Background: an optimization exercise with open tools, aiming at small area. Do not read the settings as production practice. The RTL was checked by simulation tests, not by an equivalence proof against the original design. Power and IR drop assume default switching activity.

## maple
==> flow/design.v (excerpt) <==
module ox_decim (
    input  wire        clk,
    input  wire        rst,           
    input  wire        start,         
    input  wire        stop,          
    input  wire        bit_valid,     
    input  wire        bit_in,        
    input  wire        coef_we,       
    input  wire [3:0]  coef_addr,     
    input  wire [31:0] coef_data,     
    output reg         out_valid,
    output wire [31:0] out_data,
    output wire        out_settled,
    output reg         running,
    output reg         coef_err
);
Settings: LEC_CHECK=0, CAP_MARGIN=20, CORE_MARGIN=2, CORE_UTILIZATION=60, CTS_BUF_LIST=sky130_fd_sc_hd__clkbuf_8, CTS_CLUSTER_SIZE=30, SLEW_MARGIN=20; clock period 25.0 ns.
run.sh (not shown) runs the stock make flow with config.mk's settings and CLKGATE_MAP_FILE= SYNTH_SCRIPT=/design/flow/synth_recipe.tcl, a recipe that flattens the netlist after the stock synthesis.
maple went all the way through synthesis, placement and routing and the layout is clean on timing, DRC and antenna.
#### Input delta (sierra over maple)
- CTS_BUF_LIST no longer set, was sky130_fd_sc_hd__clkbuf_8
- CORE_UTILIZATION now 40, was 60
- CTS_CLUSTER_SIZE no longer set, was 30
--- outcome ---
sierra reached the end of the flow, and the finished layout is clean on the timing, DRC and antenna checks. Comparing maple and sierra, the lower setup slack is on sierra. maple has higher sequential power share than sierra. Against maple, power in sierra rose by a few percent. Layout overhead on the synthesized area delta for sierra relative to maple: 1.8 points higher.
Modified inputs, pepper compared to sierra
- CTS_BUF_LIST now sky130_fd_sc_hd__clkbuf_4, previously not set
- CORE_UTILIZATION now 60, was 40
- ABC_AREA now 1, previously not set
- CTS_CLUSTER_SIZE now 16, previously not set
### Flow results
Taking sierra as the reference, in pepper TritonCTS buffer count shows an increase of 272; detailed route wirelength on metal2 shows a reduction of about 1.2%; clock buffer count in the final layout shows an increase of about 160%.
Wire length of the first global-routing pass went up slightly going from sierra to pepper.
pepper vs sierra, highest metal layer used by the detailed router: met4 vs met5

Another version of the RTL of ox_decim (not shown whole).
Size in the first run: roughly 79 I/O pins, roughly 0.063 mm² of cells after synthesis.
Design ox_decim, start of the top module:
module ox_decim (
    input  wire        clk,
    input  wire        rst,           
    input  wire        start,         
    input  wire        stop,          
    input  wire        bit_valid,     
    input  wire        bit_in,        
    input  wire        coef_we,       
    input  wire [3:0]  coef_addr,     
    input  wire [31:0] coef_data,     
    output reg         out_valid,
    output wire [31:0] out_data,
    output wire        out_settled,
    output reg         running,
    output reg         coef_err
);
Settings: LEC_CHECK=0, ABC_AREA=1, CAP_MARGIN=20, CORE_MARGIN=2, CORE_UTILIZATION=60, SLEW_MARGIN=20; clock period 25.0 ns.
standard.sh (not shown) runs the stock make flow with config.mk's settings and CLKGATE_MAP_FILE= SYNTH_SCRIPT=/design/flow/synth_recipe.tcl, a recipe that flattens the netlist after the stock synthesis.
==> flow/flow/run.sh <==
#!/bin/bash
# Layout: the standard flow (standard.sh), with two changes to how it is
# made: the clock tree is built from clkbuf_16 leaf clusters without dummy
# balancing loads, and the port buffers are the smallest buffer cell.
set -euo pipefail
export CTS_ARGS="-sink_clustering_enable -repair_clock_nets -dont_use_dummy_load -buf_list sky130_fd_sc_hd__clkbuf_16 -sink_clustering_size 28 -sink_clustering_max_diameter 80"
export BUFFER_PORTS_ARGS="-buffer_cell sky130_fd_sc_hd__buf_1"
bash standard.sh > standard.log 2>&1
The first run finished with timing, DRC and antenna clean.
Next try:
==> flow/run.sh (new file) <==
#!/bin/bash
# synth_recipe.tcl (not shown) runs the flow's synth.tcl, then flattens the netlist and writes it again
# the make line also repeats each setting of config.mk as NAME=value (left out here)
make -C /OpenROAD-flow-scripts/flow DESIGN_CONFIG=/design/flow/config.mk WORK_HOME=/design/flow/orfs CLKGATE_MAP_FILE= SYNTH_SCRIPT=/design/flow/synth_recipe.tcl finish
--- a/flow/config.mk
+++ b/flow/config.mk
@@ -11,0 +12,3 @@
+export CTS_BUF_LIST = sky130_fd_sc_hd__clkbuf_16
+export CTS_CLUSTER_DIAMETER = 100
+export CTS_CLUSTER_SIZE = 24
removed: flow/flow/run.sh
removed: flow/standard.sh
After rerunning: The changed run finished clean; fmax decreases by 0.31%; non-clock buffer count increases by 2; global-route usage increases by 0.22 points; design area increases by 1.5%; die area stays the same; utilization increases by 0.95 points; register-to-register slack improved by 150 ps; hold slack got worse by 23 ps.
Next try:
==> flow/flow/run.sh (new file) <==
#!/bin/bash
# Layout: the standard flow (standard.sh), with two changes to how it is
# made: the clock tree is built from clkbuf_16 leaf clusters without dummy
# balancing loads, and the port buffers are the smallest buffer cell.
set -euo pipefail
export CTS_ARGS="-sink_clustering_enable -repair_clock_nets -dont_use_dummy_load -buf_list sky130_fd_sc_hd__clkbuf_16 -sink_clustering_size 24 -sink_clustering_max_diameter 100"
export BUFFER_PORTS_ARGS="-buffer_cell sky130_fd_sc_hd__buf_1"
bash standard.sh > standard.log 2>&1
==> flow/standard.sh (new file) <==
#!/bin/bash
# synth_recipe.tcl (not shown) runs the flow's synth.tcl, then flattens the netlist and writes it again
# the make line also repeats each setting of config.mk as NAME=value (left out here)
make -C /OpenROAD-flow-scripts/flow DESIGN_CONFIG=/design/flow/config.mk WORK_HOME=/design/flow/orfs CLKGATE_MAP_FILE= SYNTH_SCRIPT=/design/flow/synth_recipe.tcl "${@:-finish}"
--- a/flow/config.mk
+++ b/flow/config.mk
@@ -8 +7,0 @@
-export ABC_AREA = 1
@@ -12,3 +10,0 @@
-export CTS_BUF_LIST = sky130_fd_sc_hd__clkbuf_16
-export CTS_CLUSTER_DIAMETER = 100
-export CTS_CLUSTER_SIZE = 24
removed: flow/run.sh
Effect: Final area falls by 0.87%; worst setup slack is better by 620 ps; wire length rises by 0.74%; total power falls by 2.4%; clock skew falls by 7.9 ps; sequential share of layout area rises by 0.55 points; global-route usage barely changes; sequential cell count does not change.
Next try:
==> flow/run.sh (new file) <==
#!/bin/bash
# synth_recipe.tcl (not shown) runs the flow's synth.tcl, then flattens the netlist and writes it again
# the make line also repeats each setting of config.mk as NAME=value (left out here)
make -C /OpenROAD-flow-scripts/flow DESIGN_CONFIG=/design/flow/config.mk WORK_HOME=/design/flow/orfs CLKGATE_MAP_FILE= SYNTH_SCRIPT=/design/flow/synth_recipe.tcl finish
--- a/flow/config.mk
+++ b/flow/config.mk
@@ -7,0 +8 @@
+export ABC_AREA = 1
@@ -10,0 +12,3 @@
+export CTS_BUF_LIST = sky130_fd_sc_hd__clkbuf_16
+export CTS_CLUSTER_DIAMETER = 100
+export CTS_CLUSTER_SIZE = 30
removed: flow/flow/run.sh
removed: flow/standard.sh
Outcome: The changed run completed without violations; clock power shrinks by about 3%; total power barely changes; first-iteration DRC count grows by 3.3%; routed wire length shrinks by 1.6%; final area grows by 0.37%; sequential share of layout area shrinks by 0.23 points; utilization grows by 0.87 points.

[static timing again, ports no longer ideal]
The flow's constraints put no driver on any port. The routed layouts listed below were extracted and timed again, unchanged, in two steps. Step 1, drivers: a clkbuf_16 drives clk and a buf_2 each remaining input, both assumed. Step 2, shift: input delay + t, output delay - t, t = (earliest + latest rising clock arrival at the registers) / 2. This alone moves slack from input paths to output paths. a / b / c = ideal ports / drivers / drivers and shift; a / b = the first two.
run	shift t [ns]	setup slack, ns	worst slew at a driven data input, ns
maple	0.962	2.524 / 2.524 / 1.692	0.13
sierra	0.861	2.238 / 2.238 / 1.591	0.15
pepper	1.217	2.875 / 2.875 / 2.578	0.05
the first run of note 2	0.729	3.471 / 3.518 / 2.789	0.06
the second run of note 2	0.790	3.405 / 3.368 / 2.578	0.11
the third run of note 2	0.743	4.027 / 4.027 / 3.362	0.12
the fourth run of note 2	0.762	3.430 / 3.410 / 2.648	0.09
After both steps every run listed still meets setup and hold. The setup slack of maple, which loses most, moves by 0.000 ns with the drivers and by -0.832 ns with both steps.
